This is an optimization exercise on Yosys and OpenROAD, whose aim is small area and a short achievable clock period, not a production implementation.
RTL that was checked went through simulation tests only; none was proved equivalent to the original.
The RTL of run 1 was laid out without a check of its function.
Power figures rest on the tool's default switching activity, not on a simulated workload.

--- flow/run.sh ---
#!/bin/bash
# The standard layout (standard.sh), except that synthesis maps the logic
# with an area-oriented ABC script (flow/abc.script) in place of ORFS's
# delay-oriented one.  Everything else - the synthesis passes, flattening,
# renaming, and all later steps - is standard.sh unchanged.
set -euo pipefail
W=$(pwd)
mkdir -p "$W/own"

# ORFS's synth.tcl, with the ABC script swapped right after the preamble
# has built the abc argument list.
sed "s|^source \$::env(SCRIPTS_DIR)/synth_preamble.tcl\$|&\nset abc_args [lreplace \$abc_args 1 1 $W/flow/abc.script]|" \
    "$FLOW_HOME/scripts/synth.tcl" > "$W/own/synth.tcl"
grep -q "lreplace \$abc_args 1 1" "$W/own/synth.tcl"

# The standard flow's synthesis script, sourcing that copy
sed "s|\$::env(SCRIPTS_DIR)/synth.tcl|$W/own/synth.tcl|" "$W/synth_recipe.tcl" > "$W/own/synth_recipe.tcl"
grep -q "$W/own/synth.tcl" "$W/own/synth_recipe.tcl"

# standard.sh, using that synthesis script
sed "s|$W/synth_recipe.tcl|$W/own/synth_recipe.tcl|g" "$W/standard.sh" > "$W/own/standard.sh"
grep -q "$W/own/synth_recipe.tcl" "$W/own/standard.sh"

bash "$W/own/standard.sh" > "$W/flow.log" 2>&1
--- constraint.sdc ---
create_clock -name core_clock -period 230.0 [get_ports {clk}]
set_input_delay 46.0000 -clock core_clock [delete_from_list [all_inputs] [get_ports {clk}]]
set_output_delay 46.0000 -clock core_clock [all_outputs]
set_load 0.01 [all_outputs]
--- config.mk ---
export PLATFORM = sky130hd
export DESIGN_NAME = fil_slot
export DESIGN_NICKNAME = fil_slot
export VERILOG_FILES = /design/flow/design.v
export SDC_FILE = /design/flow/constraint.sdc
export NUM_CORES = 4
export LEC_CHECK = 0
export CAP_MARGIN = 20
export CORE_MARGIN = 2
export CORE_UTILIZATION = 40
export SLEW_MARGIN = 20
--- design.v ---
module fil_stage (
    input  wire               clk,
    input  wire               rst,
    input  wire               v,        
    input  wire               e,        
    input  wire [4:0]         k,        
    input  wire [3:0]         lm1,      
    input  wire signed [23:0] x,
    output reg  [28:0]        b,        
    output wire [3:0]         nm1       
);
    reg  [16*24-1:0] hist;              
    reg              pc;                
    wire        g     = k > {1'b0, lm1};            
    wire [23:0] x_old = hist[24*lm1 +: 24];
    wire [28:0] base  = pc ? 29'd0 : b;
    wire [23:0] xo    = g ? x_old : 24'd0;
    wire [24:0] dx    = {x[23], x} - {xo[23], xo};
    wire [29:0] bsum  = {base, 1'b1} + {{3{dx[24]}}, dx, 1'b0, ~g};
    wire [28:0] b_new = bsum[29:1];
    assign nm1 = g ? lm1 : k[3:0];
    always @(posedge clk) begin
        if (rst) begin
            pc <= 1'b1;
        end else if (v) begin
            pc <= e;
            b  <= b_new;
        end
        if (v && !e)
            hist <= {hist[15*24-1:0], x};
    end
endmodule
module fil_div (
    input  wire [28:0] b,
    input  wire [3:0]  nm1,
    output wire [23:0] y
);
    wire [3:0] a = ~nm1;
    function [4:0] step;                 
        input [3:0] r;
        input       bi;
        input [3:0] a;                   
        reg [4:0] c;
        reg [3:0] s, t;
        reg       q;
        begin
            t    = {r[2:0], bi};
            c[0] = 1'b0;
            s[0] = t[0] ^ a[0];
            c[1] = t[0] & a[0];
            s[1] = t[1] ^ a[1] ^ c[1];
            c[2] = (t[1] & a[1]) | (t[1] & c[1]) | (a[1] & c[1]);
            s[2] = t[2] ^ a[2] ^ c[2];
            c[3] = (t[2] & a[2]) | (t[2] & c[2]) | (a[2] & c[2]);
            s[3] = t[3] ^ a[3] ^ c[3];
            c[4] = (t[3] & a[3]) | (t[3] & c[3]) | (a[3] & c[3]);
            q    = r[3] | c[4];
            step = {q, q ? s : t};
        end
    endfunction
    wire [4:0]  r5 = b[28:24] + (b[28] ? {1'b0, nm1} + 5'd1 : 5'd0);
    wire [3:0]  r [0:23];
    wire [22:0] q;
    assign r[23] = r5[3:0];
    genvar i;
    generate
        for (i = 23; i >= 1; i = i - 1) begin : g
            assign {q[i-1], r[i-1]} = step(r[i], b[i], a);
        end
    endgenerate
    wire tie = (r[0] == 4'd0) && !b[0];
    assign y = {b[28], q[22:1], q[0] & ~tie};
endmodule
module fil_slot (
    input  wire        clk,
    input  wire        rst,           
    input  wire        in_valid,      
    input  wire [23:0] in_data,       
    input  wire        in_clip,
    input  wire        in_supply,
    input  wire        in_nv,
    input  wire        in_restart,    
    input  wire [1:0]  cfg_stages,    
    input  wire [3:0]  cfg_l1m1,
    input  wire [3:0]  cfg_l2m1,
    input  wire [3:0]  cfg_l3m1,
    input  wire [15:0] cfg_dm1,
    output reg         out_valid,
    output reg  [23:0] out_value,
    output reg         out_uns,
    output reg         out_clip,
    output reg         out_supply,
    output reg         out_nv
);
    reg        v0, e0;
    reg [23:0] x0;
    reg [2:0]  mk0;
    reg [3:0]  c1_0, c2_0, c3_0;      
    reg [15:0] set_dm1;
    always @(posedge clk) begin
        v0   <= in_valid && !rst;
        e0   <= in_restart;
        x0   <= in_data;
        mk0  <= {in_nv, in_supply, in_clip};
        c1_0 <= (cfg_stages >= 2'd1) ? cfg_l1m1 : 4'd0;
        c2_0 <= (cfg_stages >= 2'd2) ? cfg_l2m1 : 4'd0;
        c3_0 <= (cfg_stages == 2'd3) ? cfg_l3m1 : 4'd0;
        if (rst)
            set_dm1 <= 16'd0;
        else if (in_valid && in_restart)
            set_dm1 <= cfg_dm1;
    end
    reg        first;
    reg [3:0]  l1, l2, l3;
    reg [4:0]  k;                     
    reg [5:0]  m;                     
    reg [15:0] dcnt;                  
    reg [5:0]  age_c, age_s, age_n;   
    wire       restart = first || e0;
    wire [4:0] k_new   = (k == 5'd16) ? 5'd16 : k + 5'd1;
    wire [5:0] sup = 6'd1 + {2'b0, l1} + {2'b0, l2} + {2'b0, l3};
    function [5:0] age_next;
        input       mk;
        input [5:0] age;
        begin
            age_next = mk ? 6'd0 : ((age == 6'd63) ? 6'd63 : age + 6'd1);
        end
    endfunction
    wire [5:0] age_c_new = age_next(mk0[0], age_c);
    wire [5:0] age_s_new = age_next(mk0[1], age_s);
    wire [5:0] age_n_new = age_next(mk0[2], age_n);
    wire [5:0] m_new     = (m == 6'd63) ? 6'd63 : m + 6'd1;
    wire       dz        = (dcnt == 16'd0);
    wire       keep      = restart || dz;
    wire [28:0] b1;
    wire [3:0]  n1;
    fil_stage u_s1 (.clk(clk), .rst(rst), .v(v0), .e(restart), .k(k), .lm1(l1),
                    .x(x0), .b(b1), .nm1(n1));
    reg        v1, e1, ov1;
    reg [4:0]  k1;
    reg [3:0]  l2_1, l3_1, n1_1;
    reg [3:0]  f1;                    
    always @(posedge clk) begin
        if (rst) begin
            first <= 1'b1;
            l1    <= 4'd0;
            l2    <= 4'd0;
            l3    <= 4'd0;
            k     <= 5'd0;
            age_c <= 6'd63;
            age_s <= 6'd63;
            age_n <= 6'd63;
        end else if (v0) begin
            if (restart) begin
                first <= 1'b0;
                k     <= 5'd0;
                m     <= 6'd0;
                dcnt  <= set_dm1;
                age_c <= 6'd63;
                age_s <= 6'd63;
                age_n <= 6'd63;
                if (e0) begin
                    l1 <= c1_0;
                    l2 <= c2_0;
                    l3 <= c3_0;
                end
            end else begin
                k     <= k_new;
                m     <= m_new;
                dcnt  <= dz ? set_dm1 : dcnt - 16'd1;
                age_c <= age_c_new;
                age_s <= age_s_new;
                age_n <= age_n_new;
            end
        end
        v1   <= v0 && !rst;
        ov1  <= v0 && keep && !rst;
        e1   <= restart;
        k1   <= k;
        l2_1 <= l2;
        l3_1 <= l3;
        n1_1 <= n1;
        f1   <= {age_n_new < sup, age_s_new < sup, age_c_new < sup,
                 restart || (m_new < sup)};
    end
    wire [23:0] y1;
    fil_div u_d1 (.b(b1), .nm1(n1_1), .y(y1));
    wire [28:0] b2;
    wire [3:0]  n2;
    fil_stage u_s2 (.clk(clk), .rst(rst), .v(v1), .e(e1), .k(k1), .lm1(l2_1),
                    .x(y1), .b(b2), .nm1(n2));
    reg        v2, e2, ov2;
    reg [4:0]  k2;
    reg [3:0]  l3_2, n2_2;
    reg [3:0]  f2;
    always @(posedge clk) begin
        v2   <= v1 && !rst;
        ov2  <= ov1 && !rst;
        e2   <= e1;
        k2   <= k1;
        l3_2 <= l3_1;
        n2_2 <= n2;
        f2   <= f1;
    end
    wire [23:0] y2;
    fil_div u_d2 (.b(b2), .nm1(n2_2), .y(y2));
    wire [28:0] b3;
    wire [3:0]  n3;
    fil_stage u_s3 (.clk(clk), .rst(rst), .v(v2), .e(e2), .k(k2), .lm1(l3_2),
                    .x(y2), .b(b3), .nm1(n3));
    reg        ov3;
    reg [3:0]  n3_3;
    reg [3:0]  f3;
    always @(posedge clk) begin
        ov3  <= ov2 && !rst;
        n3_3 <= n3;
        f3   <= f2;
    end
    wire [23:0] y3;
    fil_div u_d3 (.b(b3), .nm1(n3_3), .y(y3));
    always @(posedge clk) begin
        out_valid  <= ov3 && !rst;
        out_value  <= y3;
        {out_nv, out_supply, out_clip, out_uns} <= f3;
    end
endmodule
--- flow/abc.script ---
strash
dch
map -a
topo
--- standard.sh ---
#!/bin/bash
# synth_recipe.tcl (not shown) runs the flow's synth.tcl, then flattens the netlist and writes it again
# the make line also repeats each setting of config.mk as NAME=value (left out here)
make -C /OpenROAD-flow-scripts/flow DESIGN_CONFIG=/design/flow/config.mk WORK_HOME=/design/flow/orfs CLKGATE_MAP_FILE= SYNTH_SCRIPT=/design/flow/synth_recipe.tcl "${@:-finish}"
==> results of run 1 <==
[final timing paths]
| path | from | endpoint | slack (ns) | depth (start not counted) |
|---|---|---|---|---|
| worst max-delay path | u_s2.b[28] | u_s3.b[28] | 181.75 | 234 |
| worst min-delay path | f1[2] | f2[2] | 0.33 | 0 |
| worst max register to register | u_s2.b[28] | u_s3.b[28] | 181.75 | 234 |
| worst min register to register | f1[2] | f2[2] | 0.33 | 0 |
[Yosys cell counts]
library cell,count,area [sq um]
nor4_1,2,12.51
o21bai_1,23,172.7
nand3b_1,3,22.52
a31oi_1,48,300.3
xnor2_1,40,350.3
a2111oi_0,5,43.79
o21a_1,1,7.510
fa_1,215,4304
mux2i_1,87,870.8
nor3b_1,4,30.03
a211oi_1,5,37.54
a31o_2,2,17.52
a21oi_1,850,4254
and2_2,7,52.55
nand3_1,136,680.7
or3_2,1,7.510
o22ai_1,20,125.1
o31ai_1,8,60.06
o221ai_1,14,122.6
a21boi_0,2,15.01
dfxtp_1,178,3563
o21ai_0,319,1597
a22oi_1,148,1111
nand4_1,15,93.84
o2111ai_1,1,8.760
ha_1,286,3578
a32o_1,131,1311
o211ai_1,3,22.52
or2_2,3,18.77
edfxtp_1,1261,37870
nor3_1,24,120.1
nand2_1,1128,4234
nor2_1,314,1179
xor2_1,143,1252
a221oi_1,3,26.28
a21o_2,5,43.79
clkinv_1,466,1749
o41ai_1,1,8.760
[layer usage]
layer	vias up	track usage	share of wire
met1	22710	0.2497	0.48
met2	1052	0.2731	0.46
met4	0	0.04441	0.020
li1	22200	-	-
met3	209	0.02675	0.046
met5	-	0	0
[stage by stage]
step	std cells	area [sq um]	power, W	hold slack [ns]	utilization
3_5_place_dp	8372	73720	0.0004367	0.3121	0.4288
5_1_grt	8660	78850	0.0007194	0.3318	0.4586
3_3_place_gp	8372	73720	0.0004338	0.3131	0.4288
4_1_cts	8660	78850	0.0006902	0.3257	0.4586
2_1_floorplan	5902	69270	0.0004000	0.3096	-
6_report	8660	78850	0.0006820	0.3255	0.4586
[registers in the layout, indices dropped and copies added (netlist names), 5 cells and up]
register,cells
u_s1.hist,384
u_s2.hist,384
u_s3.hist,384
u_s1.b,29
u_s2.b,29
u_s3.b,29
out_value,24
x0,24
dcnt,16
set_dm1,16
age_c,6
age_n,6
age_s,6
m,6
k1,5
k2,5
k,5
[area by class of cell]
| cell class | count | area share |
|---|---|---|
| flip-flops and latches | 1439 | 0.5258 |
| multi-input cells | 3997 | 0.3314 |
| clock buffers | 216 | 0.05500 |
| well taps | 2310 | 0.03666 |
| inverters | 466 | 0.02245 |
| repair buffers | 160 | 0.01869 |
| clock inverters | 72 | 0.01003 |
[power by group]
part | internal [W] | switching [W] | total (W)
combinational | 0.0000515 | 0.0000878 | 0.000139
clock | 0.000146 | 0.000105 | 0.000251
sequential | 0.000288 | 0.00000309 | 0.000291
[cells by family (layout without fill, tap and decap cells)]
family	Yosys count	in the layout	synth area share
flops	1439	1439	0.5981
fa+ha+maj	501	501	0.1138
buf+inv	466	914	0.02525
mux	87	87	0.01257
compound gates	1589	1589	0.1340
simple gates	1637	1637	0.09313
xor+xnor	183	183	0.02314
[worst reg2reg max path: cells and delay by family (launching register included)]
family                     cells  cell delay, ns
AOI/OAI and AO/OA             56           10.42
xor gates and xnor gates       2            0.45
adders and majority gates     73           23.29
buffers and inverters         50            3.87
DFF                            1            0.49
and+or+nand+nor               53            9.48
==> flow_summary.ini, run 1 <==
[min_path]
hp-class = reg2reg

[route]
wl_um = 152800
postRouteAntennaNets = 0
first_pass_iters = 6
drc_errors = 0
routedWlPerCell_um = 17.64
routed-via-count = 46170
first_iter_violations = 4054
viasPerCell = 5.331

[sta]
setup_viol = 0
fin_crit_ns = 48.25
finalWorstSetupSlack_ns = 181.75
worst_slew_pin_slew_ns = 1.073
final.setup_skew_ns = 0.07160
fin_setup_tns_ns = 0
fin_crit_sh = 0.2098
hold_viol = 0
rsz0062_at_grt = false
max-slew-margin-rel = 0.2844
slew_violations = 0
fmax_mhz = 20.73

[critical_path]
crit_path_start_kind = flop
path_max_fanout = 9
crit_family = adder cells
crit_slowest_cell = a2111oi_1
critical_path.endpoint_type = flop
critPathBufInv = 50
cp.required_ns = 230.52
arrival_ns = 48.77
crit_type = reg2reg
max_stage_delay_ns = 0.75
cpMostUsedCell = fa_1

[job]
cap_viol_max_count = 0

[global_routing]
gr-total-overflow = 0
first_global_vias = 45380
globalRouteTotalUtil = 0.1732
grt_max_degree = 187
grt_pass1_wl_um = 247800
grt_antenna_before_repair = 0

[floorplanning]
die_w_um = 420.1
io_pins = 90
rows = 152
initial_core_util = 0.4029
core-area_sq_um = 171900
die_area_sq_um = 176500
die_h_um = 420.1

[layout]
final_cell_mix = edfxtp_1, nand2_1, a21oi_1, clkinv_1, o21ai_0
drive_above_1_share = 0.05291
final_net_count = 6785
syn_to_final_growth_pct = 13.82
fill_cells = 15620
final_common_cell = edfxtp_1
multi_input_area_sq_um = 26130
regArea_sq_um = 41450
num_antenna_cells = 0

[cts]
cts_buffers = 159
post_cts_resized = 0
cts_tree = yes
clock_path_buffers = 3
cts.reportedPaths.clkPinSlew_ns = 0.06
clk_latency_ns = 0.80
post_cts_buffers = 0
ctsHoldBuffers = 0
clock-sinks = 1439
cts-root-buf = clkbuf_16
htree_levels = 4

[synthesis]
syn-num-nets = 6464
synthCells = 5902
avgSynthCellArea_sq_um = 11.74
ys_warn_count = 3
ys_seq_area_frac = 0.5981
synth_cell_types = 38
netlist_area_sq_um = 69270
synth.ff_latch_count = 1439

[placement]
pre_cts_ws_ns = 181.82
portBuffers = 89
gp_congestion = 0.8200
dp_hpwl_um = 97950

[outcome]
outcome = no timing/DRC/antenna violations

[pwr]
ir_worst_vdd_v = 0.000006535
p_per_area_nw_per_um2 = 8.650
power.leakage_nw = 28.60
==> run 2, diff against run 1 <==
--- a/design.v
+++ b/design.v
@@ -36,9 +36,9 @@
     output wire [23:0] y
 );
-    wire [3:0] a = ~nm1;
+    wire [3:0] nn = ~nm1;
     function [4:0] step;                 
         input [3:0] r;
         input       bi;
-        input [3:0] a;                   
+        input [3:0] nn;
         reg [4:0] c;
         reg [3:0] s, t;
@@ -47,28 +47,27 @@
             t    = {r[2:0], bi};
             c[0] = 1'b0;
-            s[0] = t[0] ^ a[0];
-            c[1] = t[0] & a[0];
-            s[1] = t[1] ^ a[1] ^ c[1];
-            c[2] = (t[1] & a[1]) | (t[1] & c[1]) | (a[1] & c[1]);
-            s[2] = t[2] ^ a[2] ^ c[2];
-            c[3] = (t[2] & a[2]) | (t[2] & c[2]) | (a[2] & c[2]);
-            s[3] = t[3] ^ a[3] ^ c[3];
-            c[4] = (t[3] & a[3]) | (t[3] & c[3]) | (a[3] & c[3]);
+            s[0] = t[0] ^ nn[0];
+            c[1] = t[0] & nn[0];
+            s[1] = t[1] ^ nn[1] ^ c[1];
+            c[2] = (t[1] & nn[1]) | (t[1] & c[1]) | (nn[1] & c[1]);
+            s[2] = t[2] ^ nn[2] ^ c[2];
+            c[3] = (t[2] & nn[2]) | (t[2] & c[2]) | (nn[2] & c[2]);
+            s[3] = t[3] ^ nn[3] ^ c[3];
+            c[4] = (t[3] & nn[3]) | (t[3] & c[3]) | (nn[3] & c[3]);
             q    = r[3] | c[4];
             step = {q, q ? s : t};
         end
     endfunction
-    wire [4:0]  r5 = b[28:24] + (b[28] ? {1'b0, nm1} + 5'd1 : 5'd0);
-    wire [3:0]  r [0:23];
-    wire [22:0] q;
-    assign r[23] = r5[3:0];
+    wire [3:0]  r [0:28];
+    wire [27:0] q;
+    assign r[28] = b[28] ? nm1 : 4'd0;
     genvar i;
     generate
-        for (i = 23; i >= 1; i = i - 1) begin : g
-            assign {q[i-1], r[i-1]} = step(r[i], b[i], a);
+        for (i = 28; i >= 1; i = i - 1) begin : g
+            assign {q[i-1], r[i-1]} = step(r[i], b[i], nn);
         end
     endgenerate
     wire tie = (r[0] == 4'd0) && !b[0];
-    assign y = {b[28], q[22:1], q[0] & ~tie};
+    assign y = {q[23:1], q[0] & ~tie};
 endmodule
 module fil_slot (
==> run.sh (new file) <==
#!/bin/bash
# synth_recipe.tcl (not shown) runs the flow's synth.tcl, then flattens the netlist and writes it again
# the make line also repeats each setting of config.mk as NAME=value (left out here)
make -C /OpenROAD-flow-scripts/flow DESIGN_CONFIG=/design/flow/config.mk WORK_HOME=/design/flow/orfs CLKGATE_MAP_FILE= SYNTH_SCRIPT=/design/flow/synth_recipe.tcl finish
removed: flow/run.sh
removed: flow/abc.script
removed: standard.sh
==> run 2 against run 1 <==
Effect of this change: still clean on timing, DRC and antenna; critical path depth rose by 50; non-clock buffer count decreased by 18; combinational power decreased by 35%; worst hold slack better by 0.00081 ns; sequential cell count stayed put; core utilization fell by 0.69 points; clock power shrank 2%; register-to-register slack worse by 17 ns; wire length down 0.24%; clock-buffer cell count is 25 lower; critical path type unchanged.
==> flow_summary.ini, run 2 <==
[global_routing]
grt_max_degree = 178
globalRouteTotalUtil = 0.1622
first_global_vias = 42660
grt_pass1_wl_um = 242500
gr-total-overflow = 0
grt_antenna_before_repair = 0

[synthesis]
synth_cell_types = 123
synth_top_area_frac = 0.5125
netlist_area_sq_um = 73880
ys_seq_area_frac = 0.5608
yosys.area.top_type = edfxtp_1
netlist_top_cells_count = edfxtp_1, inv_1, mux4_2, ha_1, nand2_1
yosysMostFrequentCell = edfxtp_1
synth_ff_type = edfxtp_1
synth.area.top_cells = edfxtp_1, mux4_2, fa_1, ha_1, dfxtp_1
synth-edff-count = 1261
ys_warn_count = 3
synthCells = 4963
syn-num-nets = 5571
synth.ff_latch_count = 1439
synthArstFlopShare = 0
avgSynthCellArea_sq_um = 14.89

[sta]
rsz0062_at_grt = false
worst_slew_pin_slew_ns = 1.124
fin_crit_ns = 64.93
setup_viol = 0
fin_crit_sh = 0.2823
fin_setup_tns_ns = 0
fmax_mhz = 15.40
max-slew-margin-rel = 0.2504
whs_ns = 0.3263
hold_viol = 0
slew_violations = 0
final.setup_skew_ns = 0.03663

[cts]
post_cts_buffers = 0
post_cts_resized = 0
htree_levels = 4
clk_latency_ns = 0.79
cts_tree = yes
cts_buffers = 151
cts.reportedPaths.clkPinSlew_ns = 0.06
clock_path_buffers = 3
cts-root-buf = clkbuf_16
ctsHoldBuffers = 0
clock-sinks = 1439

[floorplanning]
rows = 157
die_w_um = 433.8
core-area_sq_um = 183300
die_area_sq_um = 188200
die_h_um = 433.8
io_pins = 90
initial_core_util = 0.4031

[layout]
final_cell_mix = edfxtp_1, inv_1, mux4_2, ha_1, nand2_1
multi_input_area_sq_um = 30190
drive_above_1_share = 0.1558
syn_to_final_growth_pct = 12.04
final_net_count = 5729
final_common_cell = edfxtp_1
regArea_sq_um = 41460
num_antenna_cells = 0
fill_cells = 16030
reg_top3 = u_s1.hist: 384 flops, u_s2.hist: 384 flops, u_s3.hist: 384 flops

[critical_path]
crit_type = reg2reg
critical_path.endpoint_type = flop
crit_slowest_cell = a221oi_2
crit_path_start_kind = flop
max_stage_delay_ns = 0.84
arrival_ns = 65.47
path_max_fanout = 28
cp.required_ns = 230.54
cpMostUsedCell = fa_1

[route]
wl_met1_um = 70410
routed-via-count = 41700
wl_um = 152400
first_iter_violations = 3373
postRouteAntennaNets = 0
first_pass_iters = 8
top_layer_used = met4
met2_length_um = 72290
met3_length_um = 6678
drc_errors = 0
viasPerCell = 5.405
routedWlPerCell_um = 19.76

[min_path]
hp-class = reg2reg

[pwr]
power.leakage_nw = 28.62
ir_worst_vdd_v = 0.000008043
p_per_area_nw_per_um2 = 7.532

[placement]
gp_congestion = 0.8913
portBuffers = 89
dp_hpwl_um = 101500

[outcome]
outcome = no timing/DRC/antenna violations

[job]
cap_viol_max_count = 0
## run 2: logic make-up after synthesis
family	synth area share
muxes	0.1337
adders and majority gates	0.1185
AOI/OAI and AO/OA	0.07406
DFF	0.5608
and+or+nand+nor	0.06131
xor gates and xnor gates	0.02053
buffers and inverters	0.03109
## run 2: per-stage QoR
step	util	power [W]	worst slack [ns]	instance area, sq um	std cells
after floorplan	-	0.0003609	171.57	73880	4963
after global placement	0.4244	0.0003824	165.66	77790	7432
after detailed placement	0.4244	0.0003837	165.36	77790	7432
after CTS	0.4516	0.0006316	164.96	82770	7714
after global routing	0.4517	0.0006523	160.26	82780	7714
final	0.4517	0.0006235	165.07	82780	7714
## run 2: routing by layer
metal | up-vias | GRT usage
li1 | 19180 | -
met1 | 21370 | 0.2303
met2 | 932 | 0.2594
met3 | 214 | 0.02537
met4 | 0 | 0.04364
met5 | - | 0
## run 2: final timing paths
kind / cells past startpoint / start / slack (ns) / endpoint
max: 284 / n1_1[0] / 165.07 / u_s2.b[28]
min: 0 / l3_1[3] / 0.33 / l3_2[3]
max reg2reg: 284 / n1_1[0] / 165.07 / u_s2.b[28]
min reg2reg: 0 / l3_1[3] / 0.33 / l3_2[3]
## run 2: where the power goes
| group | switching (W) | leakage, nW | internal, W |
|---|---|---|---|
| Sequential | 0.00000246 | 12.8 | 0.000286 |
| Clock | 0.000106 | 2.44 | 0.000139 |
| Combinational | 0.0000523 | 13.4 | 0.0000381 |
| Total | 0.000160 | 28.6 | 0.000463 |
## run 2: cell type report
| type | count | share of cell area |
|---|---|---|
| timing repair buffer | 142 | 0.01586 |
| tap | 2464 | 0.03724 |
| clock buffer | 191 | 0.05012 |
| sequential | 1439 | 0.5009 |
| multi-input combinational | 2923 | 0.3647 |
| inverter | 464 | 0.02116 |
| clock inverter | 91 | 0.01011 |
## run 2: critical path: cells and delay by family (launching register included)
family	cells	cell delay, ns
buffers and inverters	68	5.42
and+or+nand+nor	51	9.57
DFF	1	0.37
muxes	23	7.85
adders and majority gates	87	28.44
xor gates and xnor gates	1	0.09
AOI/OAI and AO/OA	54	12.73

-- what the ideal ports hide --
In the flow no input, the clock included, has a driving cell. The finished layouts below were timed again as built, in two steps.
Step 1 sets driving cells, clkbuf_16 on the clock port and buf_2 on the other inputs (assumed; they add their load-dependent delay and slew).
Step 2 moves the port delays by t, midway between the first and last clock arrival at a register: inputs arrive t later, outputs are due t later. That takes back most of the time a late clock gives input paths.
a / b / c = ideal / step 1 / step 2; a / b = the first two.
run | t (ns) | setup WS [ns] | latest minus earliest clock arrival (ns) | worst slew at a driven data input, ns | cell pins on the clock port's net
run 1 | 0.847 | 181.750 / 181.750 / 181.750 | 0.072 / 0.072 | 0.06 | 1
run 2 | 0.856 | 165.072 / 165.072 / 165.072 | 0.038 / 0.038 | 0.05 | 1
After both steps setup and hold are still met in every run listed.
